Context: an optimization exercise on an open-source flow, tuned for small area and a short achievable clock period. The choices shown serve that exercise and are no tape-out recipe. RTL that was checked went through simulation tests only; none was proved equivalent to the original. Only the layout flow was run in runs 3 to 5; the RTL was not checked for function there. Power is estimated from default activity; no workload was simulated.

[flow/run.sh]
#!/bin/bash
# Own flow: the standard synthesis, then the combinational logic between
# the registers re-mapped by ABC with an area-oriented script (registers,
# their names and cell types untouched), then the standard layout with plain
# buffers on the ports instead of the delay cells buffer_ports picks by default.
set -euo pipefail
HERE=$(pwd)
R=$HERE/orfs/results/$FLOW_PLATFORM/mem_ecc_codec/base
bash standard.sh synth > make_synth.log 2>&1
cp $R/1_2_yosys.v $HERE/synth_standard.v
yosys -c flow/resyn.tcl > yosys_resyn.log 2>&1
cp $HERE/synth_resyn.v $R/1_2_yosys.v
rm -f $R/1_synth.odb $R/1_synth.sdc
bash standard.sh BUFFER_PORTS_ARGS="-buffer_cell sky130_fd_sc_hd__buf_1" finish > make_finish.log 2>&1
[flow/abc.script]
strash; dch -f; balance; rewrite; refactor; balance; rewrite; rewrite -z; balance; refactor -z; rewrite -z; balance; dch -f; balance; rewrite; refactor; balance; rewrite; rewrite -z; balance; refactor -z; rewrite -z; balance; dch -f; amap; mfs2; strash; dch -f; map -a; topo
[flow/resyn.tcl]
# Re-map the combinational logic of the standard synthesis; the flip-flops
# stay as they are (blackboxed during the re-map).
yosys -import
set lib $::env(FLOW_HOME)/platforms/sky130hd/lib/sky130_fd_sc_hd__tt_025C_1v80.lib
set dont_use {}
foreach c [split [exec sh -c "grep -o 'sky130_fd_sc_hd__\[a-z0-9_\]*' $::env(FLOW_HOME)/platforms/sky130hd/config.mk | sort -u"] "\n"] {
  lappend dont_use -dont_use $c
}
read_liberty -ignore_miss_func $lib
read_verilog synth_standard.v
hierarchy -top $::env(FLOW_TOP)
foreach m [split [exec sh -c "grep -o 'sky130_fd_sc_hd__df\[a-z0-9_\]*' synth_standard.v | sort -u"] "\n"] {
  blackbox $m
}
flatten
opt_clean -purge
set script [file normalize flow/abc.script]
abc -liberty $lib {*}$dont_use -script $script
opt_clean -purge
yosys rename -hide w:*.*
opt_clean -purge
tee -o resyn_stat.txt stat -liberty $lib
select $::env(FLOW_TOP)
write_verilog -noattr -selected synth_resyn.v
[standard.sh]
#!/bin/bash
# synth_recipe.tcl (not shown) runs the flow's synth.tcl, then flattens the netlist and writes it again
# the make line also repeats each setting of config.mk as NAME=value (left out here)
make -C /OpenROAD-flow-scripts/flow DESIGN_CONFIG=/design/flow/config.mk WORK_HOME=/design/flow/orfs CLKGATE_MAP_FILE= SYNTH_SCRIPT=/design/flow/synth_recipe.tcl "${@:-finish}"
[config.mk]
export PLATFORM = sky130hd
export DESIGN_NAME = mem_ecc_codec
export DESIGN_NICKNAME = mem_ecc_codec
export VERILOG_FILES = /design/flow/design.v
export SDC_FILE = /design/flow/constraint.sdc
export NUM_CORES = 4
export LEC_CHECK = 0
export CAP_MARGIN = 20
export CORE_MARGIN = 2
export CORE_UTILIZATION = 40
export CTS_BUF_LIST = sky130_fd_sc_hd__clkbuf_8
export SETUP_SLACK_MARGIN = 3.9
export SLEW_MARGIN = 20
[constraint.sdc]
create_clock -name core_clock -period 8.0 [get_ports {clk}]
set_input_delay 1.6000 -clock core_clock [delete_from_list [all_inputs] [get_ports {clk}]]
set_output_delay 1.6000 -clock core_clock [all_outputs]
set_load 0.01 [all_outputs]
[design.v]
module mem_ecc_codec (
    input  wire        clk,
    input  wire        rst_n,
    input  wire        in_valid,
    input  wire [1:0]  in_op,
    input  wire [63:0] in_data,
    input  wire [7:0]  in_check,
    output reg         out_valid,
    output wire [63:0] out_data,
    output wire [7:0]  out_check,
    output wire [1:0]  out_status,
    output wire [7:0]  out_syndrome,
    output wire [6:0]  out_pos
);
    localparam [511:0] HCOL = {
        8'h57,8'h4F,8'h3E,8'h3D,8'h3B,8'h37,8'h2F,8'h1F,8'hE0,8'hD0,8'hC8,8'hC4,8'hC2,8'hC1,8'hB0,8'hA8,
        8'hA4,8'hA2,8'hA1,8'h98,8'h94,8'h92,8'h91,8'h8C,8'h8A,8'h89,8'h86,8'h85,8'h83,8'h70,8'h68,8'h64,
        8'h62,8'h61,8'h58,8'h54,8'h52,8'h51,8'h4C,8'h4A,8'h49,8'h46,8'h45,8'h43,8'h38,8'h34,8'h32,8'h31,
        8'h2C,8'h2A,8'h29,8'h26,8'h25,8'h23,8'h1C,8'h1A,8'h19,8'h16,8'h15,8'h13,8'h0E,8'h0D,8'h0B,8'h07};
    function [3:0] mul_a;
        input [3:0] x;
        input [3:0] n;
        reg   [3:0] p;
        integer     i;
        begin
            p = x;
            for (i = 0; i < 15; i = i + 1)
                if (i < n) p = {p[2:0], 1'b0} ^ (p[3] ? 4'h3 : 4'h0);
            mul_a = p;
        end
    endfunction
    function [2:0] lg3;
        input [3:0] x;
        begin
            lg3[0] = (x == 4'h1) | (x == 4'h8) | (x == 4'hA) | (x == 4'hC) | (x == 4'hF);
            lg3[1] = (x == 4'h2) | (x == 4'h3) | (x == 4'h7) | (x == 4'hB) | (x == 4'hD);
            lg3[2] = (x == 4'h4) | (x == 4'h5) | (x == 4'h6) | (x == 4'h9) | (x == 4'hE);
        end
    endfunction
    function [4:0] lg5;
        input [3:0] x;
        begin
            lg5[0] = (x == 4'h1) | (x == 4'h6) | (x == 4'h7);
            lg5[1] = (x == 4'h2) | (x == 4'hC) | (x == 4'hE);
            lg5[2] = (x == 4'h4) | (x == 4'hB) | (x == 4'hF);
            lg5[3] = (x == 4'h5) | (x == 4'h8) | (x == 4'hD);
            lg5[4] = (x == 4'h3) | (x == 4'h9) | (x == 4'hA);
        end
    endfunction
    wire       dec = in_op[0];
    wire [7:0] hd;
    wire [3:0] sd0, sd1;
    wire xg0 = in_data[22] ^ in_data[28];
    wire xg1 = in_data[7] ^ in_data[19];
    wire xg2 = in_data[25] ^ xg0;
    wire xg3 = in_data[10] ^ in_data[14];
    wire xg4 = in_data[3] ^ in_data[15];
    wire xg5 = in_data[56] ^ in_data[60];
    wire xg6 = in_data[4] ^ in_data[20];
    wire xg7 = in_data[13] ^ in_data[16];
    wire xg8 = in_data[5] ^ in_data[21];
    wire xg9 = in_data[59] ^ in_data[61];
    wire xg10 = in_data[6] ^ in_data[18];
    wire xg11 = in_data[62] ^ in_data[63];
    wire xg12 = in_data[23] ^ in_data[26];
    wire xg13 = in_data[8] ^ in_data[24];
    wire xg14 = in_data[27] ^ in_data[31];
    wire xg15 = in_data[57] ^ in_data[58];
    wire xg16 = in_data[11] ^ in_data[17];
    wire xg17 = in_data[0] ^ in_data[12];
    wire xg18 = in_data[9] ^ in_data[29];
    wire xg19 = in_data[2] ^ xg8;
    wire xg20 = in_data[30] ^ xg7;
    wire xg21 = in_data[1] ^ xg6;
    wire xg22 = in_data[29] ^ xg12;
    wire xg23 = xg11 ^ xg15;
    wire xg24 = in_data[47] ^ in_data[52];
    wire xg25 = in_data[35] ^ in_data[46];
    wire xg26 = in_data[40] ^ in_data[44];
    wire xg27 = in_data[41] ^ in_data[43];
    wire xg28 = in_data[33] ^ in_data[34];
    wire xg29 = in_data[50] ^ in_data[55];
    wire xg30 = in_data[42] ^ in_data[49];
    wire xg31 = in_data[36] ^ in_data[38];
    wire xg32 = in_data[51] ^ in_data[53];
    wire xg33 = in_data[39] ^ in_data[48];
    wire xg34 = in_data[21] ^ in_data[30];
    wire xg35 = in_data[15] ^ in_data[18];
    wire xg36 = in_data[16] ^ in_data[28];
    wire xg37 = in_data[1] ^ in_data[13];
    wire xg38 = in_data[0] ^ in_data[10];
    wire xg39 = in_data[12] ^ in_data[19];
    wire xg40 = xg26 ^ xg33;
    wire xg41 = in_data[14] ^ xg13;
    wire xg42 = in_data[37] ^ xg25;
    wire xg43 = xg16 ^ xg35;
    wire xg44 = xg1 ^ xg9;
    wire xg45 = in_data[11] ^ xg5;
    wire xg46 = in_data[25] ^ xg18;
    wire xg47 = xg29 ^ xg32;
    wire xg48 = in_data[26] ^ xg10;
    wire xg49 = in_data[24] ^ xg34;
    wire xg50 = in_data[32] ^ xg28;
    wire xg51 = in_data[23] ^ xg4;
    wire xg52 = xg3 ^ xg14;
    wire xg53 = in_data[54] ^ xg30;
    wire xg54 = in_data[9] ^ xg10;
    wire xg55 = xg13 ^ xg17;
    wire xg56 = in_data[45] ^ xg31;
    wire xg57 = xg2 ^ xg22;
    wire xg58 = xg20 ^ xg21;
    wire xg59 = xg2 ^ xg4;
    wire xg60 = xg23 ^ xg45;
    wire xg61 = xg27 ^ xg53;
    wire xg62 = xg5 ^ xg44;
    wire xg63 = xg37 ^ xg46;
    wire xg64 = in_data[31] ^ xg43;
    wire xg65 = xg54 ^ xg59;
    wire xg66 = xg19 ^ xg60;
    wire xg67 = in_data[7] ^ in_data[35];
    wire xg68 = in_data[41] ^ in_data[50];
    wire xg69 = in_data[59] ^ xg12;
    wire xg70 = xg38 ^ xg67;
    wire xg71 = xg68 ^ xg56;
    wire xg72 = xg69 ^ xg70;
    wire xg73 = xg58 ^ xg71;
    wire xg74 = xg72 ^ xg66;
    wire xg75 = xg73 ^ xg74;
    wire xg76 = in_data[3] ^ in_data[6];
    wire xg77 = in_data[17] ^ in_data[22];
    wire xg78 = in_data[39] ^ in_data[42];
    wire xg79 = in_data[51] ^ in_data[56];
    wire xg80 = xg9 ^ xg76;
    wire xg81 = xg77 ^ xg78;
    wire xg82 = xg79 ^ xg21;
    wire xg83 = xg23 ^ xg42;
    wire xg84 = xg52 ^ xg55;
    wire xg85 = xg80 ^ xg81;
    wire xg86 = xg82 ^ xg83;
    wire xg87 = xg84 ^ xg85;
    wire xg88 = xg86 ^ xg87;
    wire xg89 = in_data[32] ^ in_data[36];
    wire xg90 = in_data[37] ^ in_data[40];
    wire xg91 = in_data[43] ^ in_data[61];
    wire xg92 = xg17 ^ xg24;
    wire xg93 = xg89 ^ xg90;
    wire xg94 = xg91 ^ xg92;
    wire xg95 = xg93 ^ xg94;
    wire xg96 = xg65 ^ xg66;
    wire xg97 = xg95 ^ xg96;
    wire xg98 = in_data[2] ^ in_data[33];
    wire xg99 = in_data[38] ^ in_data[53];
    wire xg100 = in_data[57] ^ in_data[62];
    wire xg101 = xg98 ^ xg99;
    wire xg102 = xg100 ^ xg40;
    wire xg103 = xg41 ^ xg51;
    wire xg104 = xg101 ^ xg62;
    wire xg105 = xg63 ^ xg102;
    wire xg106 = xg103 ^ xg104;
    wire xg107 = xg105 ^ xg106;
    wire xg108 = in_data[4] ^ in_data[5];
    wire xg109 = in_data[8] ^ in_data[17];
    wire xg110 = in_data[27] ^ in_data[34];
    wire xg111 = in_data[44] ^ in_data[58];
    wire xg112 = in_data[63] ^ xg18;
    wire xg113 = xg36 ^ xg108;
    wire xg114 = xg109 ^ xg110;
    wire xg115 = xg111 ^ xg48;
    wire xg116 = xg112 ^ xg113;
    wire xg117 = xg114 ^ xg61;
    wire xg118 = xg62 ^ xg115;
    wire xg119 = xg116 ^ xg117;
    wire xg120 = xg118 ^ xg119;
    wire xg121 = in_data[45] ^ in_data[46];
    wire xg122 = in_data[47] ^ in_data[48];
    wire xg123 = in_data[49] ^ in_data[55];
    wire xg124 = in_data[60] ^ xg3;
    wire xg125 = xg9 ^ xg15;
    wire xg126 = xg39 ^ xg121;
    wire xg127 = xg122 ^ xg123;
    wire xg128 = xg20 ^ xg50;
    wire xg129 = xg124 ^ xg125;
    wire xg130 = xg126 ^ xg127;
    wire xg131 = xg64 ^ xg128;
    wire xg132 = xg129 ^ xg130;
    wire xg133 = xg131 ^ xg132;
    wire xg134 = in_data[20] ^ in_data[52];
    wire xg135 = in_data[54] ^ xg11;
    wire xg136 = xg14 ^ xg134;
    wire xg137 = xg47 ^ xg49;
    wire xg138 = xg50 ^ xg135;
    wire xg139 = xg136 ^ xg57;
    wire xg140 = xg137 ^ xg138;
    wire xg141 = xg139 ^ xg140;
    wire xg142 = xg24 ^ xg40;
    wire xg143 = xg42 ^ xg47;
    wire xg144 = xg56 ^ xg61;
    wire xg145 = xg142 ^ xg143;
    wire xg146 = xg144 ^ xg145;
    wire xg147 = xg6 ^ xg36;
    wire xg148 = xg55 ^ xg147;
    wire xg149 = in_data[17] ^ xg8;
    wire xg150 = xg149 ^ xg63;
    wire xg151 = in_data[2] ^ in_data[22];
    wire xg152 = in_data[30] ^ xg3;
    wire xg153 = xg151 ^ xg48;
    wire xg154 = xg152 ^ xg153;
    wire xg155 = in_data[11] ^ xg1;
    wire xg156 = xg14 ^ xg51;
    wire xg157 = xg155 ^ xg156;
    wire xg158 = in_data[31] ^ xg1;
    wire xg159 = xg7 ^ xg38;
    wire xg160 = xg158 ^ xg159;
    wire xg161 = xg57 ^ xg160;
    wire xg162 = xg1 ^ xg16;
    wire xg163 = xg2 ^ xg52;
    wire xg164 = xg162 ^ xg58;
    wire xg165 = xg163 ^ xg164;
    wire xg166 = in_data[20] ^ xg19;
    wire xg167 = xg22 ^ xg41;
    wire xg168 = xg64 ^ xg166;
    wire xg169 = xg167 ^ xg168;
    wire xg170 = in_data[27] ^ xg39;
    wire xg171 = xg49 ^ xg170;
    wire xg172 = xg171 ^ xg65;
    assign hd[0] = xg75;
    assign hd[1] = xg88;
    assign hd[2] = xg97;
    assign hd[3] = xg107;
    assign hd[4] = xg120;
    assign hd[5] = xg133;
    assign hd[6] = xg141;
    assign hd[7] = xg146;
    assign sd0[0] = xg148;
    assign sd0[1] = xg150;
    assign sd0[2] = xg154;
    assign sd0[3] = xg157;
    assign sd1[0] = xg161;
    assign sd1[1] = xg165;
    assign sd1[2] = xg169;
    assign sd1[3] = xg172;
    wire [7:0] hs = hd ^ in_check;
    wire [3:0] s0 = sd0 ^ in_check[3:0] ^ in_check[7:4];
    wire [3:0] s1 = sd1 ^ mul_a(in_check[3:0], 4'd8) ^ mul_a(in_check[7:4], 4'd9);
    wire [3:0] x9 = mul_a(sd1, 4'd3) ^ mul_a(sd0, 4'd11);
    wire [3:0] x8 = sd0 ^ x9;
    wire [2:0] a0 = lg3(s0), a1 = lg3(s1);
    wire [4:0] b0 = lg5(s0), b1 = lg5(s1);
    reg        op1_q, dec_q, hdec_q, rdec_q;
    reg [63:0] d_q;
    reg [7:0]  c_q;
    reg [7:0]  t_q;
    always @(posedge clk) begin
        if (!rst_n) out_valid <= 1'b0;
        else        out_valid <= in_valid;
        op1_q  <= in_op[1];
        dec_q  <= in_op[0];
        hdec_q <= in_op[1] & in_op[0];
        rdec_q <= ~in_op[1] & in_op[0];
        d_q    <= in_op[1] ? in_data : {16'h0, b1, b0, a1, a0, in_data[31:0]};
        c_q    <= (in_op[1] | dec) ? in_check : {x9, x8};
        t_q    <= in_op[1] ? hs : {s1, s0};
    end
    reg [15:0] lo, hi;
    integer    v;
    always @* begin
        for (v = 0; v < 16; v = v + 1) begin
            lo[v] = (t_q[3:0] == v[3:0]);
            hi[v] = (t_q[7:4] == v[3:0]) & hdec_q;
        end
    end
    wire [63:0] hm;
    genvar g;
    generate for (g = 0; g < 64; g = g + 1) begin : g_hm
        assign hm[g] = lo[HCOL[8*g +: 4]] & hi[HCOL[8*g+4 +: 4]];
    end endgenerate
    wire [7:0] hcf = {hi[8] & lo[0], hi[4] & lo[0], hi[2] & lo[0], hi[1] & lo[0],
                      lo[8] & hi[0], lo[4] & hi[0], lo[2] & hi[0], lo[1] & hi[0]};
    reg [6:0] hps;
    integer   k, i;
    always @* begin
        hps = 7'd0;
        for (k = 0; k < 64; k = k + 1) if (hm[k]) hps = hps | k[6:0];
        for (i = 0; i < 8; i = i + 1) if (hcf[i]) hps = hps | (7'd64 + i[6:0]);
    end
    function [4:0] wcls;   
        input [3:0] x;
        reg   [2:0] w;
        begin
            w    = x[0] + x[1] + x[2] + x[3];
            wcls = 5'b00001 << w;
        end
    endfunction
    wire [4:0] wl = wcls(t_q[3:0]);
    wire [4:0] wh = wcls(t_q[7:4]);
    wire hit = hdec_q & ((wl[0] & (wh[1] | wh[3])) | (wl[1] & (wh[0] | wh[2])) |
                         (wl[2] & wh[1]) | (wl[3] & wh[0]) | (|hm[63:56]));
    wire [1:0] hst = {hdec_q & (t_q != 8'h00) & ~hit, hit};
    wire [2:0] a0q = d_q[34:32], a1q = d_q[37:35];
    wire [4:0] b0q = d_q[42:38], b1q = d_q[47:43];
    reg  [2:0] jm3q;
    reg  [4:0] jm5q;
    integer    r, q;
    always @* begin
        for (r = 0; r < 3; r = r + 1) begin
            jm3q[r] = 1'b0;
            for (q = 0; q < 3; q = q + 1) jm3q[r] = jm3q[r] | (a0q[q] & a1q[(q + r) % 3]);
        end
        for (r = 0; r < 5; r = r + 1) begin
            jm5q[r] = 1'b0;
            for (q = 0; q < 5; q = q + 1) jm5q[r] = jm5q[r] | (b0q[q] & b1q[(q + r) % 5]);
        end
    end
    reg  [9:0] re;
    integer    j;
    always @* begin
        for (j = 0; j < 10; j = j + 1) re[j] = jm3q[j % 3] & jm5q[j % 5];
    end
    wire [3:0] s0g = t_q[3:0] & {4{rdec_q}};
    reg [31:0] rfl;
    always @* begin
        for (k = 0; k < 8; k = k + 1) rfl[4*k +: 4] = s0g & {4{re[k]}};
    end
    wire [7:0] rcf = {s0g & {4{re[9]}}, s0g & {4{re[8]}}};
    wire       rbad = (jm3q[1] & jm5q[0]) | (jm3q[2] & jm5q[1]) | (jm3q[0] & jm5q[2]) |
                      (jm3q[1] & jm5q[3]) | (jm3q[2] & jm5q[4]);
    wire       rhit = (|jm3q) & ~rbad;
    wire [3:0] rps  = {re[8] | re[9], re[4] | re[5] | re[6] | re[7],
                       re[2] | re[3] | re[6] | re[7], re[1] | re[3] | re[5] | re[7] | re[9]};
    wire [1:0] rst  = {rdec_q & (t_q != 8'h00) & ~rhit, rdec_q & rhit};
    wire senc = op1_q & ~dec_q;
    assign out_data[31:0]  = d_q[31:0] ^ (hm[31:0] | rfl);
    assign out_data[47:32] = (d_q[47:32] ^ hm[47:32]) & {16{op1_q}};
    assign out_data[63:48] = d_q[63:48] ^ hm[63:48];
    assign out_check       = c_q ^ (senc ? t_q : (hcf | rcf));
    assign out_status      = op1_q ? hst : rst;
    assign out_syndrome    = t_q & {8{dec_q}};
    assign out_pos         = op1_q ? hps : {3'b000, rps & {4{rdec_q}}};
endmodule
==> impl_metrics.yaml, run 1 <==
detailed_routing:
  routedLengthMet1_mm: 13.0
  drt_iter0_drc: 574
  routedWlPerCell_um: 22.0
  ant_nets: 0
  vias: 7887
  route.met2.wl_mm: 14.9
  vias_per_cell: 5.46
  wirelength_mm: 31.8
  dr.max_layer_used: "met4"
  first_pass_iters: 6
  drc: 0
  wl_met3_mm: 2.22
pwr:
  irDropWorstVdd_mv: 0.139
  p_per_area_nw_per_um2: 310
  leakage_nw: 3.35
sta:
  setup_viol: 0
  worstMarginPinSlew_ns: 0.819
  rsz0062_at_grt: "true"
  relSlewSlack_pct: 45.1
  fin_setup_tns_ns: 0
  max_freq_mhz: 242
  fin_crit_ns: 4.13
  hold_ws_ns: 1.34
  post-route-period-util_pct: 51.6
  drv_slew: 0
  finalHoldViolations: 0
floorplanning:
  rows: 48
  initial_utilization_pct: 40.4
  die_w_um: 136
  die_y_um: 136
  dieArea_um2: 18400
  core-area_um2: 17100
  io_pins: 167
setup_path:
  critPathLaunch: "t_q[4]$_DFF_P_"
  critPathLaunchType: "flop"
  worstSetupPathType: "reg2out"
  required_ns: 6.40
  crit_arrival_ns: 2.53
  crit_path_max_fanout: 5
  critPathCaptureType: "output port"
min_path:
  min_path_type: "in2reg"
  min_from: "in_data[9]"
clock_tree:
  cts.sinks: 85
  path_clk_slew_ns: 0.10
  cts_max_level: 3
  clockBufferDepth: 2
  numCtsBuffers: 9
  cts_root_buffer: "clkbuf_8"
  cts_tree: "built"
global_route:
  grt-ovfl-total: 0
  grt.total_usage_pct: 34.1
  grt_pass1_vias: 7418
  grt_max_degree: 37
  antenna_found_initial: 1
  grt_pass1_wl_mm: 45.7
final_layout:
  syn2layout_area_growth_pct: 29.7
  antennaDiodeCount: 0
  final_cell_mix: "buf_1, xor2_1, nand2_1"
  drive_above_1_share_pct: 18.3
  nets: 1291
  layout_commonest_cell: "buf_1"
  nFillCells: 1839
logic_synthesis:
  yosys_warnings: 1
  syn_avg_cell_area_um2: 6.88
  syn_area_um2: 6920
  syn-instance-count: 1006
  synth_nets: 1083
place:
  dp_hpwl_mm: 26.3
  io_buffers: 166
  place.gp.congestion: 1.04
job:
  maxCapViolCount: 0
status:
  outcome: "no timing/DRC/antenna violations"
-- worst paths after layout --
path | cells past startpoint | slack, ns | end
worst min-delay path | 1 | 1.34 | d_q[9]$_DFF_P_
worst max-delay path | 10 | 3.87 | out_status[1]
-- area by class of cell --
class | count | area [um2] | area share, %
Clock buffer | 9 | 124 | 1.38
Clock inverter | 7 | 85.1 | 0.948
Sequential cell | 85 | 1730 | 19.3
Inverter | 138 | 609 | 6.79
Multi-Input combinational cell | 783 | 5260 | 58.7
Tap cell | 225 | 282 | 3.14
Timing Repair Buffer | 197 | 878 | 9.79
-- timing repair --
item                                   CTS  global route
resized for setup                      129           104
setup buffers                           10            18
hold buffers                             0             0
endpoints found under the hold margin    0             0
pin swaps                                5            13
setup endpoints to repair               70            50
-- metrics by stage --
stage,std cells,utilization (%),cell area (um2),total power [mW],setup WS (ns)
floorplan,1006,-,6930,1.60,3.90
finish,1444,52.4,8970,2.78,3.87
global route,1444,52.4,8970,2.94,3.81
CTS,1426,49.7,8500,2.59,3.77
global placement,1400,45.9,7850,2.12,3.33
detailed placement,1400,45.9,7850,2.10,3.30
-- layer usage --
layer	track usage, %	vias to the layer above
li1	-	3675
met1	43.4	3710
met2	56.5	400
met3	5.05	102
met4	16.8	0
met5	0	-
-- worst max-delay path, stage by stage, from the launching register on --
cell	delay, ns
dfxtp_4	0.40
clkinv_1	0.13
nor2_2	0.20
nor2_2	0.13
nor2_2	0.24
o21ai_1	0.17
a21oi_2	0.26
o21a_1	0.19
nand3_1	0.09
a21oi_1	0.15
buf_1	0.18
-- sequential cells by signal, summed over array words and instances (netlist names) --
signal / cells
out_valid: 1
rdec_q: 1
dec_q: 1
c_q: 8
op1_q: 1
d_q: 64
hdec_q: 1
t_q: 8
-- power by group --
group	total, mW	internal, mW	leakage, nW	switching (mW)
Combinational	1.81	0.612	2.53	1.20
Clock	0.332	0.152	0.108	0.180
Sequential	0.641	0.518	0.717	0.123
Total	2.78	1.28	3.35	1.50
==> run 2: changes to the inputs <==
==> flow/abc.script (replaced) <==
strash; dch -f; balance; rewrite; refactor; balance; rewrite; rewrite -z; balance; refactor -z; rewrite -z; balance; dch -f; balance; rewrite; refactor; balance; rewrite; rewrite -z; balance; refactor -z; rewrite -z; balance; dch -f; amap; mfs2; strash; dch -f; amap; topo
--- a/config.mk
+++ b/config.mk
@@ -8,6 +8,5 @@
 export CAP_MARGIN = 20
 export CORE_MARGIN = 2
 export CORE_UTILIZATION = 40
-export CTS_BUF_LIST = sky130_fd_sc_hd__clkbuf_8
 export SETUP_SLACK_MARGIN = 3.9
 export SLEW_MARGIN = 20
==> run 2 against run 1 <==
Clock power up 28%; combinational power down 37%; largest power group unchanged; worst setup slack worse by 0.50 ns; synthesized cell count increased by 9.0%; first-iteration DRC count rose by 110%; clock-buffer cell count rose by 3; critical path depth fell by 1; flip-flop and latch count unchanged; routed wire length is 8.8% higher.
==> impl_metrics.yaml, run 2 <==
floorplanning:
  initial_utilization_pct: 40.5
  rows: 47
  dieArea_um2: 17700
  die_w_um: 133
  io_pins: 167
  die_y_um: 133
  core-area_um2: 16500
pwr:
  sw_frac_of_total_pct: 46.7
  p_sw_mw: 0.995
  pwr-share-clk_pct: 20.0
  power_frac_comb_pct: 53.4
  p_per_area_nw_per_um2: 220
  leakage_nw: 3.50
  power.internal_mw: 1.13
  pwr-share-seq_pct: 26.6
  irDropWorstVdd_mv: 0.122
place:
  dp_cells: 1487
  io_buffers: 166
  place.gp.congestion: 1.01
  post-place-ws_ns: 2.83
  dp_hpwl_mm: 26.4
setup_path:
  critPathCaptureType: "output port"
  slowest_delay_ns: 0.52
  worstSetupPathType: "reg2out"
  crit_path_max_fanout: 9
  cp_slowest_cell: "or4_4"
  path_delay_family: "simple AND/OR/NAND/NOR gates"
  required_ns: 6.40
  crit_arrival_ns: 3.03
  critPathMostFrequentCell: "or4_1"
  cp.buffers_inverters: 2
  critPathLaunchType: "flop"
  crit_chain: "buf_4 > nor2_4 > nand3_4 > nor2_2 > or4_1 > or4_1 > or4_4 > o21a_1 > buf_2"
detailed_routing:
  ant_nets: 0
  drt_iter0_drc: 1230
  routedWlPerCell_um: 21.8
  wirelength_mm: 34.6
  vias_per_cell: 6.01
  drc: 0
  first_pass_iters: 5
  vias: 9533
clock_tree:
  cts.sinks: 85
  cts_root_buffer: "clkbuf_16"
  numCtsBuffers: 9
  clockBufferDepth: 2
  path_clk_slew_ns: 0.06
  cts_tree: "built"
  cts_max_level: 3
  cts_hold_buf: 0
final_layout:
  fin_cells: 1586
  nets: 1438
  syn2layout_area_growth_pct: 44.9
  drive_above_1_share_pct: 24.3
  regMostFlops: "d_q"
  antennaDiodeCount: 0
  nFillCells: 1684
  layout_commonest_cell: "nor2_1"
  multi_input_area_um2: 5360
  seqCellArea_um2: 1740
  largest_register_ff_count: 64
  reg_top3: "d_q: 64 flops, c_q: 8 flops, t_q: 8 flops"
  final_cell_mix: "nor2_1, buf_1, clkinv_1"
sta:
  layout_setup_ws_ns: 3.37
  drv_slew: 0
  fin_crit_ns: 4.63
  worstMarginPinSlew_ns: 0.760
  setup_viol: 0
  rsz0062_at_grt: "true"
  relSlewSlack_pct: 49.1
  finalHoldViolations: 0
  fin_setup_tns_ns: 0
  max_freq_mhz: 216
  post-route-period-util_pct: 57.9
logic_synthesis:
  yosys_warnings: 1
  syn_avg_cell_area_um2: 6.08
  synth_nets: 1174
  syn_area_um2: 6670
  syn-instance-count: 1097
global_route:
  grt_pass1_vias: 8288
  antenna_found_initial: 0
  grt_max_degree: 44
  grt-ovfl-total: 0
  grt_pass1_wl_mm: 49.6
  grt.total_usage_pct: 37.2
min_path:
  min_path_type: "in2reg"
job:
  maxCapViolCount: 0
status:
  outcome: "no timing/DRC/antenna violations"
## run 2: cell types whose count changed in the layout (fill, tap and decap cells not counted), sizes merged, moves of 12 or more
| cell | before | now |
|---|---|---|
| a211oi | 1 | 14 |
| a21oi | 52 | 119 |
| a31oi | 3 | 23 |
| buf | 191 | 238 |
| clkbuf | 15 | 27 |
| nand2 | 133 | 83 |
| nand3 | 30 | 14 |
| nor2 | 152 | 274 |
| o21ai | 60 | 79 |
| o22ai | 22 | 117 |
| o32ai | 1 | 16 |
| xnor2 | 112 | 2 |
| xor2 | 140 | 5 |
## run 2: final cells by class
| cell class | instances | area share, % |
|---|---|---|
| clock inverters | 4 | 0.492 |
| multi-input cells | 858 | 55.4 |
| flip-flops and latches | 85 | 18.0 |
| repair buffers | 253 | 13.8 |
| clock buffers | 12 | 2.55 |
| well taps | 220 | 2.85 |
| inverters | 154 | 6.92 |
## run 2: repair_timing
action,in CTS,in global routing
setup buffers,48,35
pin swaps,17,27
resized for setup,195,132
setup endpoints to repair,106,73
## run 2: path summary, 6_finish.rpt
path,start,end,slack (ns),cells past startpoint
max,t_q[3]$_DFF_P_,out_pos[1],3.37,9
min,in_data[1],d_q[1]$_DFF_P_,1.43,1
## run 2: power groups by stage
stage          Combinational [mW]  Sequential, mW  Clock [mW]
2_1_floorplan               0.520           0.525           0
3_3_place_gp                0.780           0.556           0
3_5_place_dp                0.775           0.556           0
4_1_cts                     0.962           0.557       0.429
5_1_grt                      1.20           0.569       0.446
6_report                     1.14           0.565       0.426
## run 2: through the flow
stage | util, % | power, mW | cell area [um2] | hold WS, ns
after global placement | 46.3 | 1.34 | 7620 | 1.77
final | 58.7 | 2.13 | 9670 | 1.43
after detailed placement | 46.3 | 1.33 | 7620 | 1.77
after CTS | 54.7 | 1.95 | 9010 | 1.42
after floorplan | - | 1.05 | 6700 | 1.63
after global routing | 58.7 | 2.22 | 9670 | 1.42
## run 2: layer usage
metal  track usage [%]  vias to the layer above  wire length [um]
li1                  -                     4547                 -
met1              48.4                     4242             14100
met4              17.5                        0              1840
met2              60.3                      601             15700
met3              6.51                      143              3010
met5                 0                        -                 0
==> run 3: changes to the inputs <==
--- a/design.v
+++ b/design.v
@@ -48,6 +48,7 @@
         end
     endfunction
     wire       dec = in_op[0];
+    wire [7:0] cm  = in_check & {8{dec}};
     wire [7:0] hd;
     wire [3:0] sd0, sd1;
     wire xg0 = in_data[22] ^ in_data[28];
@@ -239,11 +240,11 @@
     assign sd1[1] = xg165;
     assign sd1[2] = xg169;
     assign sd1[3] = xg172;
-    wire [7:0] hs = hd ^ in_check;
-    wire [3:0] s0 = sd0 ^ in_check[3:0] ^ in_check[7:4];
-    wire [3:0] s1 = sd1 ^ mul_a(in_check[3:0], 4'd8) ^ mul_a(in_check[7:4], 4'd9);
-    wire [3:0] x9 = mul_a(sd1, 4'd3) ^ mul_a(sd0, 4'd11);
-    wire [3:0] x8 = sd0 ^ x9;
+    wire [7:0] hs = hd ^ cm;
+    wire [3:0] s0 = sd0 ^ cm[3:0] ^ cm[7:4];
+    wire [3:0] s1 = sd1 ^ mul_a(cm[3:0], 4'd8) ^ mul_a(cm[7:4], 4'd9);
+    wire [3:0] x9 = mul_a(s1, 4'd3) ^ mul_a(s0, 4'd11);
+    wire [3:0] x8 = s0 ^ x9;
     wire [2:0] a0 = lg3(s0), a1 = lg3(s1);
     wire [4:0] b0 = lg5(s0), b1 = lg5(s1);
     reg        op1_q, dec_q, hdec_q, rdec_q;
@@ -258,7 +259,7 @@
         hdec_q <= in_op[1] & in_op[0];
         rdec_q <= ~in_op[1] & in_op[0];
         d_q    <= in_op[1] ? in_data : {16'h0, b1, b0, a1, a0, in_data[31:0]};
-        c_q    <= (in_op[1] | dec) ? in_check : {x9, x8};
+        c_q    <= dec ? in_check : {x9, x8};
         t_q    <= in_op[1] ? hs : {s1, s0};
     end
     reg [15:0] lo, hi;
@@ -283,18 +284,7 @@
         for (k = 0; k < 64; k = k + 1) if (hm[k]) hps = hps | k[6:0];
         for (i = 0; i < 8; i = i + 1) if (hcf[i]) hps = hps | (7'd64 + i[6:0]);
     end
-    function [4:0] wcls;   
-        input [3:0] x;
-        reg   [2:0] w;
-        begin
-            w    = x[0] + x[1] + x[2] + x[3];
-            wcls = 5'b00001 << w;
-        end
-    endfunction
-    wire [4:0] wl = wcls(t_q[3:0]);
-    wire [4:0] wh = wcls(t_q[7:4]);
-    wire hit = hdec_q & ((wl[0] & (wh[1] | wh[3])) | (wl[1] & (wh[0] | wh[2])) |
-                         (wl[2] & wh[1]) | (wl[3] & wh[0]) | (|hm[63:56]));
+    wire hit = |hm | |hcf;
     wire [1:0] hst = {hdec_q & (t_q != 8'h00) & ~hit, hit};
     wire [2:0] a0q = d_q[34:32], a1q = d_q[37:35];
     wire [4:0] b0q = d_q[42:38], b1q = d_q[47:43];
@@ -322,9 +312,7 @@
         for (k = 0; k < 8; k = k + 1) rfl[4*k +: 4] = s0g & {4{re[k]}};
     end
     wire [7:0] rcf = {s0g & {4{re[9]}}, s0g & {4{re[8]}}};
-    wire       rbad = (jm3q[1] & jm5q[0]) | (jm3q[2] & jm5q[1]) | (jm3q[0] & jm5q[2]) |
-                      (jm3q[1] & jm5q[3]) | (jm3q[2] & jm5q[4]);
-    wire       rhit = (|jm3q) & ~rbad;
+    wire       rhit = |re;
     wire [3:0] rps  = {re[8] | re[9], re[4] | re[5] | re[6] | re[7],
                        re[2] | re[3] | re[6] | re[7], re[1] | re[3] | re[5] | re[7] | re[9]};
     wire [1:0] rst  = {rdec_q & (t_q != 8'h00) & ~rhit, rdec_q & rhit};
@@ -332,7 +320,7 @@
     assign out_data[31:0]  = d_q[31:0] ^ (hm[31:0] | rfl);
     assign out_data[47:32] = (d_q[47:32] ^ hm[47:32]) & {16{op1_q}};
     assign out_data[63:48] = d_q[63:48] ^ hm[63:48];
-    assign out_check       = c_q ^ (senc ? t_q : (hcf | rcf));
+    assign out_check       = senc ? t_q : (c_q ^ (hcf | rcf));
     assign out_status      = op1_q ? hst : rst;
     assign out_syndrome    = t_q & {8{dec_q}};
     assign out_pos         = op1_q ? hps : {3'b000, rps & {4{rdec_q}}};
==> flow/abc.script (replaced) <==
strash; dch -f; balance; rewrite; refactor; balance; rewrite; rewrite -z; balance; refactor -z; rewrite -z; balance; dch -f; balance; rewrite; refactor; balance; rewrite; rewrite -z; balance; refactor -z; rewrite -z; balance; dch -f; amap; mfs2; strash; dch -f; map -a; topo
--- a/config.mk
+++ b/config.mk
@@ -8,5 +8,5 @@
 export CAP_MARGIN = 20
 export CORE_MARGIN = 2
 export CORE_UTILIZATION = 40
-export SETUP_SLACK_MARGIN = 3.9
+export SETUP_SLACK_MARGIN = 3.5
 export SLEW_MARGIN = 20
==> run 3 against run 2 <==
Routed wire length down 5.0%; still clean; sequential power grew 15%; hold slack worse by 0.044 ns; power increased by 34%; non-clock buffer count fell by 62; sequential share of layout area up 1.6 points; core utilization decreased by 7.4 points; critical path type unchanged; final cell count fell by 9.8%.
==> impl_metrics.yaml, run 3 <==
logic_synthesis:
  syn-instance-count: 999
  yosys_warnings: 1
  syn_avg_cell_area_um2: 6.95
  synth_nets: 1076
  syn_area_um2: 6940
detailed_routing:
  first_pass_iters: 5
  vias: 7833
  routedWlPerCell_um: 23.0
  vias_per_cell: 5.47
  wirelength_mm: 32.9
  ant_nets: 0
  drc: 0
  drt_iter0_drc: 857
final_layout:
  reg_top3: "d_q: 64 flops, c_q: 8 flops, t_q: 8 flops"
  drive_above_1_share_pct: 13.8
  antennaDiodeCount: 0
  final_cell_mix: "buf_1, xor2_1, nand2_1"
  fin_area_um2: 8790
  regMostFlops: "d_q"
  nets: 1278
  fin_cells: 1431
  layout_commonest_cell: "buf_1"
  syn2layout_area_growth_pct: 26.6
  largest_register_ff_count: 64
  final_core_util_pct: 51.3
clock_tree:
  cts_root_buffer: "clkbuf_16"
  cts_hold_buf: 0
  path_clk_slew_ns: 0.07
  cts_max_level: 3
  numCtsBuffers: 9
  cts_tree: "built"
  clockBufferDepth: 2
  cts.sinks: 85
floorplanning:
  io_pins: 167
  core-area_um2: 17100
  rows: 48
  initial_utilization_pct: 40.6
  die_w_um: 136
  dieArea_um2: 18400
  die_y_um: 136
global_route:
  antenna_found_initial: 0
  grt_pass1_wl_mm: 47.0
  grt-ovfl-total: 0
  grt.total_usage_pct: 35.3
  grt_pass1_vias: 7617
  grt_max_degree: 31
sta:
  max_freq_mhz: 223
  setup_viol: 0
  worstMarginPinSlew_ns: 0.866
  fin_crit_ns: 4.49
  drv_slew: 0
  post-route-period-util_pct: 56.1
  rsz0062_at_grt: "true"
  finalHoldViolations: 0
  fin_setup_tns_ns: 0
  relSlewSlack_pct: 41.6
setup_path:
  crit_path_max_fanout: 7
  worstSetupPathType: "reg2out"
  crit_arrival_ns: 2.89
  required_ns: 6.40
  critPathCaptureType: "output port"
  critPathLaunchType: "flop"
pwr:
  leakage_nw: 3.24
  p_per_area_nw_per_um2: 324
  irDropWorstVdd_mv: 0.158
place:
  io_buffers: 166
  dp_hpwl_mm: 27.3
  place.gp.congestion: 1.04
  place_area_um2: 7880
  dp_cells: 1394
status:
  outcome: "no timing/DRC/antenna violations"
min_path:
  hold_depth: 1
  min_path_type: "in2reg"
job:
  maxCapViolCount: 0
run 3: cell type report:
cell class,count,area (um2)
Fill cell,1827,8330
Tap cell,225,282
Timing Repair Buffer,191,820
Inverter,135,578
Multi-Input combinational cell,779,5100
Clock buffer,9,225
Sequential cell,85,1730
Clock inverter,7,56.3
run 3: worst paths after layout:
path	start	to	slack, ns
min	in_data[8]	d_q[8]$_DFF_P_	1.38
max	t_q[4]$_DFF_P_	out_check[4]	3.51
run 3: where the power goes:
part           total (mW)  switching (mW)  leakage, nW  internal (mW)
sequential          0.652           0.128        0.717          0.524
clock               0.410           0.195        0.130          0.214
combinational        1.79            1.22         2.39          0.563
total                2.85            1.55         3.24           1.30
run 3: metal layers:
layer  GRT usage (%)  routed length (um)  vias up  part of all wire [%]
met5               0                   0        -                     0
met4            20.4                2180        0                   6.6
met3            6.25                2160      129                   6.6
met2            60.0               15500      419                    47
met1            41.7               13000     3629                    40
li1                -                   -     3656                     -
run 3: through the flow:
| stage | power [mW] | setup WS [ns] | hold WS (ns) |
|---|---|---|---|
| 2_1_floorplan | 1.59 | 3.86 | 1.63 |
| 3_3_place_gp | 2.19 | 2.68 | 1.76 |
| 3_5_place_dp | 2.15 | 2.62 | 1.74 |
| 4_1_cts | 2.67 | 3.43 | 1.37 |
| 5_1_grt | 2.99 | 3.41 | 1.38 |
| 6_report | 2.85 | 3.51 | 1.38 |
run 3: worst max-delay path, stage by stage (launching register included):
cell,delay [ns]
dfxtp_4,0.43
clkinvlp_4,0.19
nor2_4,0.18
clkinv_2,0.20
nor2_4,0.27
clkinv_1,0.28
o22ai_1,0.24
xnor2_1,0.10
o21ai_0,0.43
buf_1,0.22
run 3: timing repair:
action	CTS	global route
hold endpoints to repair	0	0
resized for setup	106	52
pin swaps	6	14
setup endpoints to repair	60	16
buffers inserted	7	14
==> run 4: changes to the inputs <==
--- a/design.v
+++ b/design.v
@@ -6,11 +6,11 @@
     input  wire [63:0] in_data,
     input  wire [7:0]  in_check,
     output reg         out_valid,
-    output wire [63:0] out_data,
-    output wire [7:0]  out_check,
-    output wire [1:0]  out_status,
-    output wire [7:0]  out_syndrome,
-    output wire [6:0]  out_pos
+    output reg  [63:0] out_data,
+    output reg  [7:0]  out_check,
+    output reg  [1:0]  out_status,
+    output reg  [7:0]  out_syndrome,
+    output reg  [6:0]  out_pos
 );
     localparam [511:0] HCOL = {
         8'h57,8'h4F,8'h3E,8'h3D,8'h3B,8'h37,8'h2F,8'h1F,8'hE0,8'hD0,8'hC8,8'hC4,8'hC2,8'hC1,8'hB0,8'hA8,
@@ -48,7 +48,6 @@
         end
     endfunction
     wire       dec = in_op[0];
-    wire [7:0] cm  = in_check & {8{dec}};
     wire [7:0] hd;
     wire [3:0] sd0, sd1;
     wire xg0 = in_data[22] ^ in_data[28];
@@ -240,26 +239,26 @@
     assign sd1[1] = xg165;
     assign sd1[2] = xg169;
     assign sd1[3] = xg172;
-    wire [7:0] hs = hd ^ cm;
-    wire [3:0] s0 = sd0 ^ cm[3:0] ^ cm[7:4];
-    wire [3:0] s1 = sd1 ^ mul_a(cm[3:0], 4'd8) ^ mul_a(cm[7:4], 4'd9);
-    wire [3:0] x9 = mul_a(s1, 4'd3) ^ mul_a(s0, 4'd11);
-    wire [3:0] x8 = s0 ^ x9;
+    wire [7:0] hs = hd ^ in_check;
+    wire [3:0] s0 = sd0 ^ in_check[3:0] ^ in_check[7:4];
+    wire [3:0] s1 = sd1 ^ mul_a(in_check[3:0], 4'd8) ^ mul_a(in_check[7:4], 4'd9);
+    wire [3:0] x9 = mul_a(sd1, 4'd3) ^ mul_a(sd0, 4'd11);
+    wire [3:0] x8 = sd0 ^ x9;
     wire [2:0] a0 = lg3(s0), a1 = lg3(s1);
     wire [4:0] b0 = lg5(s0), b1 = lg5(s1);
-    reg        op1_q, dec_q, hdec_q, rdec_q;
+    reg        v_q, op1_q, dec_q, hdec_q, rdec_q;
     reg [63:0] d_q;
     reg [7:0]  c_q;
     reg [7:0]  t_q;
     always @(posedge clk) begin
-        if (!rst_n) out_valid <= 1'b0;
-        else        out_valid <= in_valid;
+        if (!rst_n) v_q <= 1'b0;
+        else        v_q <= in_valid;
         op1_q  <= in_op[1];
         dec_q  <= in_op[0];
         hdec_q <= in_op[1] & in_op[0];
         rdec_q <= ~in_op[1] & in_op[0];
         d_q    <= in_op[1] ? in_data : {16'h0, b1, b0, a1, a0, in_data[31:0]};
-        c_q    <= dec ? in_check : {x9, x8};
+        c_q    <= (in_op[1] | dec) ? in_check : {x9, x8};
         t_q    <= in_op[1] ? hs : {s1, s0};
     end
     reg [15:0] lo, hi;
@@ -284,7 +283,18 @@
         for (k = 0; k < 64; k = k + 1) if (hm[k]) hps = hps | k[6:0];
         for (i = 0; i < 8; i = i + 1) if (hcf[i]) hps = hps | (7'd64 + i[6:0]);
     end
-    wire hit = |hm | |hcf;
+    function [4:0] wcls;   
+        input [3:0] x;
+        reg   [2:0] w;
+        begin
+            w    = x[0] + x[1] + x[2] + x[3];
+            wcls = 5'b00001 << w;
+        end
+    endfunction
+    wire [4:0] wl = wcls(t_q[3:0]);
+    wire [4:0] wh = wcls(t_q[7:4]);
+    wire hit = hdec_q & ((wl[0] & (wh[1] | wh[3])) | (wl[1] & (wh[0] | wh[2])) |
+                         (wl[2] & wh[1]) | (wl[3] & wh[0]) | (|hm[63:56]));
     wire [1:0] hst = {hdec_q & (t_q != 8'h00) & ~hit, hit};
     wire [2:0] a0q = d_q[34:32], a1q = d_q[37:35];
     wire [4:0] b0q = d_q[42:38], b1q = d_q[47:43];
@@ -312,16 +322,22 @@
         for (k = 0; k < 8; k = k + 1) rfl[4*k +: 4] = s0g & {4{re[k]}};
     end
     wire [7:0] rcf = {s0g & {4{re[9]}}, s0g & {4{re[8]}}};
-    wire       rhit = |re;
+    wire       rbad = (jm3q[1] & jm5q[0]) | (jm3q[2] & jm5q[1]) | (jm3q[0] & jm5q[2]) |
+                      (jm3q[1] & jm5q[3]) | (jm3q[2] & jm5q[4]);
+    wire       rhit = (|jm3q) & ~rbad;
     wire [3:0] rps  = {re[8] | re[9], re[4] | re[5] | re[6] | re[7],
                        re[2] | re[3] | re[6] | re[7], re[1] | re[3] | re[5] | re[7] | re[9]};
     wire [1:0] rst  = {rdec_q & (t_q != 8'h00) & ~rhit, rdec_q & rhit};
     wire senc = op1_q & ~dec_q;
-    assign out_data[31:0]  = d_q[31:0] ^ (hm[31:0] | rfl);
-    assign out_data[47:32] = (d_q[47:32] ^ hm[47:32]) & {16{op1_q}};
-    assign out_data[63:48] = d_q[63:48] ^ hm[63:48];
-    assign out_check       = senc ? t_q : (c_q ^ (hcf | rcf));
-    assign out_status      = op1_q ? hst : rst;
-    assign out_syndrome    = t_q & {8{dec_q}};
-    assign out_pos         = op1_q ? hps : {3'b000, rps & {4{rdec_q}}};
+    always @(posedge clk) begin
+        if (!rst_n) out_valid <= 1'b0;
+        else        out_valid <= v_q;
+        out_data[31:0]  <= d_q[31:0] ^ (hm[31:0] | rfl);
+        out_data[47:32] <= (d_q[47:32] ^ hm[47:32]) & {16{op1_q}};
+        out_data[63:48] <= d_q[63:48] ^ hm[63:48];
+        out_check       <= c_q ^ (senc ? t_q : (hcf | rcf));
+        out_status      <= op1_q ? hst : rst;
+        out_syndrome    <= t_q & {8{dec_q}};
+        out_pos         <= op1_q ? hps : {3'b000, rps & {4{rdec_q}}};
+    end
 endmodule
--- a/config.mk
+++ b/config.mk
@@ -8,5 +8,5 @@
 export CAP_MARGIN = 20
 export CORE_MARGIN = 2
 export CORE_UTILIZATION = 40
-export SETUP_SLACK_MARGIN = 3.5
+export SETUP_SLACK_MARGIN = 5.0
 export SLEW_MARGIN = 20
==> run 4 against run 3 <==
Sequential share of layout area up 9.1 points; via count up 9.2%; synthesized cell count up 7.7%; first-iteration DRC count down 0.93%; global-route usage down 4.3 points; highest routed layer unchanged.
==> impl_metrics.yaml, run 4 <==
status:
  outcome: "no timing/DRC/antenna violations"
global_route:
  grt.total_usage_pct: 31.0
  grt_pass1_vias: 8204
  antenna_found_initial: 1
  grt-ovfl-total: 0
  grt_pass1_wl_mm: 50.9
  grt_max_degree: 34
detailed_routing:
  routedLengthMet1_mm: 14.2
  vias: 8554
  dr.max_layer_used: "met4"
  routedWlPerCell_um: 22.1
  vias_per_cell: 5.29
  first_pass_iters: 6
  wirelength_mm: 35.7
  wl_met3_mm: 2.91
  drt_iter0_drc: 849
  route.met2.wl_mm: 16.4
  drc: 0
  ant_nets: 0
clock_tree:
  path_clk_slew_ns: 0.08
  clock_latency_ns: 0.45
  cts_root_buffer: "clkbuf_16"
  cts_hold_buf: 0
  numCtsBuffers: 17
  cts_tree: "built"
  clockBufferDepth: 2
  cts.sinks: 175
  cts_max_level: 4
pwr:
  leakage_nw: 4.70
  irDropWorstVdd_mv: 0.187
  p_per_area_nw_per_um2: 357
floorplanning:
  die_w_um: 152
  die_y_um: 152
  rows: 54
  core-area_um2: 21600
  io_pins: 167
  dieArea_um2: 23000
  initial_utilization_pct: 40.4
sta:
  drv_slew: 0
  post-route-period-util_pct: 42.7
  max_freq_mhz: 293
  layout_setup_ws_ns: 4.58
  fin_skew_ns: 0.0192
  worstMarginPinSlew_ns: 0.792
  finalHoldViolations: 0
  fin_crit_ns: 3.42
  setup_viol: 0
  fin_setup_tns_ns: 0
  rsz0062_at_grt: "true"
  relSlewSlack_pct: 46.9
final_layout:
  final_cell_mix: "dfxtp_1, nor2_1, buf_1"
  reg_top3: "d_q: 64 flops, out_data: 64 flops"
  nFillCells: 1941
  layout_commonest_cell: "dfxtp_1"
  multi_input_area_um2: 5760
  syn2layout_area_growth_pct: 39.3
  nets: 1401
  antennaDiodeCount: 0
  seqCellArea_um2: 3500
  final_core_util_pct: 56.3
  drive_above_1_share_pct: 21.6
logic_synthesis:
  syn-instance-count: 1076
  syn_avg_cell_area_um2: 8.12
  yosys_warnings: 1
  syn_area_um2: 8730
  synth_nets: 1153
setup_path:
  crit_arrival_ns: 3.80
  required_ns: 8.39
  crit_path_max_fanout: 3
  r2r_slack_ns: 5.19
  critPathLaunchType: "primary input"
  worstSetupPathType: "in2reg"
  critPathCaptureType: "flop"
place:
  io_buffers: 166
  post-place-ws_ns: 3.69
  place.gp.congestion: 1.03
  dp_hpwl_mm: 27.8
min_path:
  min_path_type: "reg2reg"
job:
  maxCapViolCount: 0
run 4: cell types whose count changed in the layout (fill, tap and decap cells not counted), moves of 32 or more:
cell     previous run  this run
buf_1             164       131
dfxtp_1            76       174
nand2_1           125        81
xor2_1            149       105
nor2_1            107       139
run 4: cell type report:
class	count	share of cell area (%)
clock inverters	15	1.79
well taps	280	2.88
multi-input cells	765	47.3
clock buffers	17	3.50
flip-flops and latches	175	28.8
inverters	136	4.88
repair buffers	229	10.8
run 4: layer usage:
layer / vias up / track usage (%)
li1: 3949 / -
met1: 3986 / 39.2
met2: 502 / 49.2
met3: 117 / 6.56
met4: 0 / 17.7
met5: - / 0
run 4: critical path, cell delays in order:
cell      delay [ns]
buf_12          0.09
clkinv_8        0.04
or2_4           0.25
nand2_4         0.09
xnor2_4         0.13
xor2_2          0.21
xor2_2          0.25
xor2_2          0.19
buf_6           0.15
buf_12          0.11
xnor2_4         0.12
xor2_1          0.21
nor2_1          0.09
inv_2           0.09
o22ai_2         0.06
a31oi_1         0.14
run 4: through the flow:
stage / instances / area [um2] / hold WS, ns / power, mW
detailed placement: 1523 / 10100 / 0.409 / 2.86
global route: 1617 / 12200 / 0.431 / 4.55
CTS: 1602 / 11800 / 0.420 / 4.12
floorplan: 1076 / 9100 / 0.383 / 2.33
global placement: 1523 / 10100 / 0.388 / 2.87
finish: 1617 / 12200 / 0.409 / 4.35
run 4: power by group:
part           total, mW  internal [mW]  switching [mW]
clock network      0.909          0.509           0.399
logic               2.24          0.877            1.37
registers           1.20           1.05           0.141
run 4: repair_timing:
item,CTS,global route
pin swaps,64,26
endpoints found under the setup margin,50,45
hold endpoints to repair,0,0
resized for setup,140,72
buffers inserted,47,15
run 4: path summary, 6_finish.rpt:
check,startpoint,end,cells past startpoint
hold reg to reg,v_q$_SDFF_PN0_,out_valid$_SDFF_PN0_,2
hold / removal,v_q$_SDFF_PN0_,out_valid$_SDFF_PN0_,2
setup reg to reg,t_q[0]$_DFF_P_,out_pos[4]$_SDFF_PN0_,8
setup / recovery,in_data[15],c_q[7]$_DFF_P_,16
==> run 5: changes to the inputs <==
--- a/config.mk
+++ b/config.mk
@@ -8,5 +8,5 @@
 export CAP_MARGIN = 20
 export CORE_MARGIN = 2
 export CORE_UTILIZATION = 40
-export SETUP_SLACK_MARGIN = 5.0
+export SETUP_SLACK_MARGIN = 4.5
 export SLEW_MARGIN = 20
==> run 5 against run 4 <==
Still clean on timing, DRC and antenna; sequential share of layout area up 3.0 points; final cell count decreased by 2.4%; cell area is 9.4% lower; non-clock buffer count down 38; via count shrank 4.0%; critical path depth down 3; worst setup slack worse by 0.049 ns; register-to-register slack got worse by 0.57 ns; clock skew shrank 0.0051 ns; fmax decreased by 1.4%; global-route usage down 1.8 points; critical path type unchanged; critical endpoint is now c_q[0]$_DFF_P_; largest power group unchanged.
==> impl_metrics.yaml, run 5 <==
status:
  outcome: "no timing/DRC/antenna violations"
setup_path:
  crit_chain: "buf_1 > xnor2_1 > xor2_1 > xnor2_2 > xor2_2 > buf_4 > xor2_2 > buf_4 > xor2_1 > xor2_1 > nand2_1 > nor2_1 > a21oi_1"
  crit_arrival_ns: 3.80
  path_delay_family: "XOR/XNOR gates"
  r2r-end: "out_pos[3]$_DFF_P_"
  cp.depth: 13
  reg2reg_depth: 10
  r2r_start: "t_q[3]$_DFF_P_"
  r2r_slack_ns: 4.62
  critPathLaunchType: "primary input"
  required_ns: 8.34
  slowest_delay_ns: 0.28
  critPathMostFrequentCell: "xor2_1"
  cp_slowest_cell: "xor2_1"
  cp.buffers_inverters: 3
  worstSetupPathType: "in2reg"
  critPathCaptureType: "flop"
  critPathLaunch: "in_data[13]"
  crit_path_max_fanout: 4
  cp-endpoint: "c_q[0]$_DFF_P_"
final_layout:
  reg_top3: "d_q: 64 flops, out_data: 64 flops"
  layout_commonest_cell: "dfxtp_1"
  fin_cells: 1579
  drive_above_1_share_pct: 11.8
  final_cell_mix: "dfxtp_1, nor2_1, buf_1"
  syn2layout_area_growth_pct: 26.2
  fin_area_um2: 11000
  nets: 1363
  final_core_util_pct: 51.0
  nFillCells: 2124
  antennaDiodeCount: 0
global_route:
  antenna_found_initial: 0
  grt_pass1_wl_mm: 48.1
  grt.total_usage_pct: 29.2
  grt-ovfl-total: 0
  gr-usage-met2_pct: 47.1
  grt_pass1_vias: 7903
  grtUsageMet3_pct: 5.57
  grt_max_degree: 34
  busiest_layer: "met2"
  met1_usage_pct: 37.5
min_path:
  min_path_type: "reg2reg"
clock_tree:
  cts_max_level: 4
  clockBufferDepth: 2
  path_clk_slew_ns: 0.07
  cts.sinks: 175
  numCtsBuffers: 17
  cts_hold_buf: 0
  cts_root_buffer: "clkbuf_16"
  cts_tree: "built"
  clock_latency_ns: 0.45
place:
  place.gp.congestion: 0.998
  dp_cells: 1523
  io_buffers: 166
  place_area_um2: 9830
  dp_hpwl_mm: 27.1
floorplanning:
  die_y_um: 152
  rows: 54
  core-area_um2: 21600
  die_w_um: 152
  initial_utilization_pct: 40.4
  io_pins: 167
  dieArea_um2: 23000
detailed_routing:
  vias: 8213
  first_pass_iters: 5
  drc: 0
  ant_nets: 0
  vias_per_cell: 5.20
  wirelength_mm: 33.3
  drt_iter0_drc: 674
  routedWlPerCell_um: 21.1
job:
  maxCapViolCount: 0
sta:
  hold_ws_ns: 0.398
  fin_setup_tns_ns: 0
  relSlewSlack_pct: 39.9
  max_freq_mhz: 288
  rsz0062_at_grt: "false"
  post-route-period-util_pct: 43.3
  setup_viol: 0
  fin_skew_ns: 0.0141
  worstMarginPinSlew_ns: 0.895
  drv_slew: 0
  finalHoldViolations: 0
  fin_crit_ns: 3.47
logic_synthesis:
  syn_avg_cell_area_um2: 8.12
  yosys_warnings: 1
  synth_nets: 1153
  syn-instance-count: 1076
  syn_area_um2: 8730
pwr:
  irDropWorstVdd_mv: 0.158
  leakage_nw: 4.20
  p_per_area_nw_per_um2: 345
==> run 5: changes by cell type in the layout (fill, tap and decap cells not counted), sizes merged <==
cell      before  now
clkinvlp       4    2
buf          227  178
inv           17   11
bufinv         3    1
clkinv       127  137
clkbuf        19   30
==> run 5: worst min path at each step <==
stage,start,to,depth (start not counted)
after CTS,v_q$_SDFF_PN0_,out_valid$_SDFF_PN0_,2
after global placement,v_q$_SDFF_PN0_,out_valid$_SDFF_PN0_,2
after global routing,v_q$_SDFF_PN0_,out_valid$_SDFF_PN0_,2
final,v_q$_SDFF_PN0_,out_valid$_SDFF_PN0_,2
after detailed placement,v_q$_SDFF_PN0_,out_valid$_SDFF_PN0_,2
after floorplan,v_q$_SDFF_PN0_,out_valid$_SDFF_PN0_,2
==> run 5: repair_timing <==
| action | CTS | global route |
|---|---|---|
| resized for setup | 27 | 54 |
| endpoints found under the setup margin | 21 | 21 |
| buffers inserted | 6 | 18 |
| pin swaps | 6 | 30 |
==> run 5: through the flow <==
stage	power, mW	setup slack [ns]
floorplan	2.26	4.42
global placement	2.80	3.80
detailed placement	2.78	3.79
CTS	3.65	4.42
global route	4.01	4.40
finish	3.80	4.53
==> run 5: per-layer routing <==
layer,vias up,routed length (um)
met5,-,0
met4,0,1760
met3,102,2360
met2,419,15200
met1,3792,13900
li1,3900,-
==> run 5: cell type report <==
type / count / area, um2 / share of cell area (%)
well taps: 280 / 350 / 3.18
flip-flops and latches: 175 / 3500 / 31.8
inverters: 136 / 527 / 4.78
multi-input cells: 765 / 5230 / 47.5
repair buffers: 191 / 837 / 7.59
clock inverters: 15 / 149 / 1.35
clock buffers: 17 / 425 / 3.86
==> run 5: worst register-to-register path, delay by kind of cell, from the launching register on <==
family | cells | cell delay [ns]
simple gates | 6 | 1.56
buf+inv | 3 | 0.80
flops | 1 | 0.59
compound gates | 1 | 0.32
==> run 5: where the power goes <==
part | leakage [nW] | switching, mW | internal [mW]
clock network | 0.282 | 0.375 | 0.439
logic | 2.45 | 1.16 | 0.632
registers | 1.47 | 0.140 | 1.05
total | 4.20 | 1.68 | 2.13

[static timing again, ports no longer ideal]
The flow's constraints put no driver on any port. The routed layouts listed below were extracted and timed again, unchanged, in two steps.
Step 1 assumes that a clkbuf_16 drives the clock port and a buf_2 every other input.
Step 2, shift: input delay + t, output delay - t, t = (earliest + latest rising clock arrival at the registers) / 2. This alone moves slack from input paths to output paths.
Three values: ideal, step 1, step 2; two values: the first two.
run	t (ns)	setup slack, ns	worst setup path after step 2	clock arrival spread, ns	worst register clock-pin slew, ns
run 1	0.412	3.873 / 3.833 / 3.580	input to register	0.021 / 0.021	0.10 / 0.10
run 2	0.379	3.370 / 3.333 / 3.610	input to register	0.015 / 0.015	0.07 / 0.07
run 3	0.396	3.513 / 3.469 / 3.328	input to register	0.013 / 0.014	0.08 / 0.08
run 4	0.484	4.582 / 4.561 / 4.077	input to register	0.019 / 0.019	0.08 / 0.08
run 5	0.485	4.532 / 4.558 / 4.073	input to register	0.014 / 0.015	0.07 / 0.07
After both steps setup and hold are still met in every run listed. The setup slack of run 4, which loses most, moves by -0.021 ns with the drivers and by -0.505 ns with both steps.
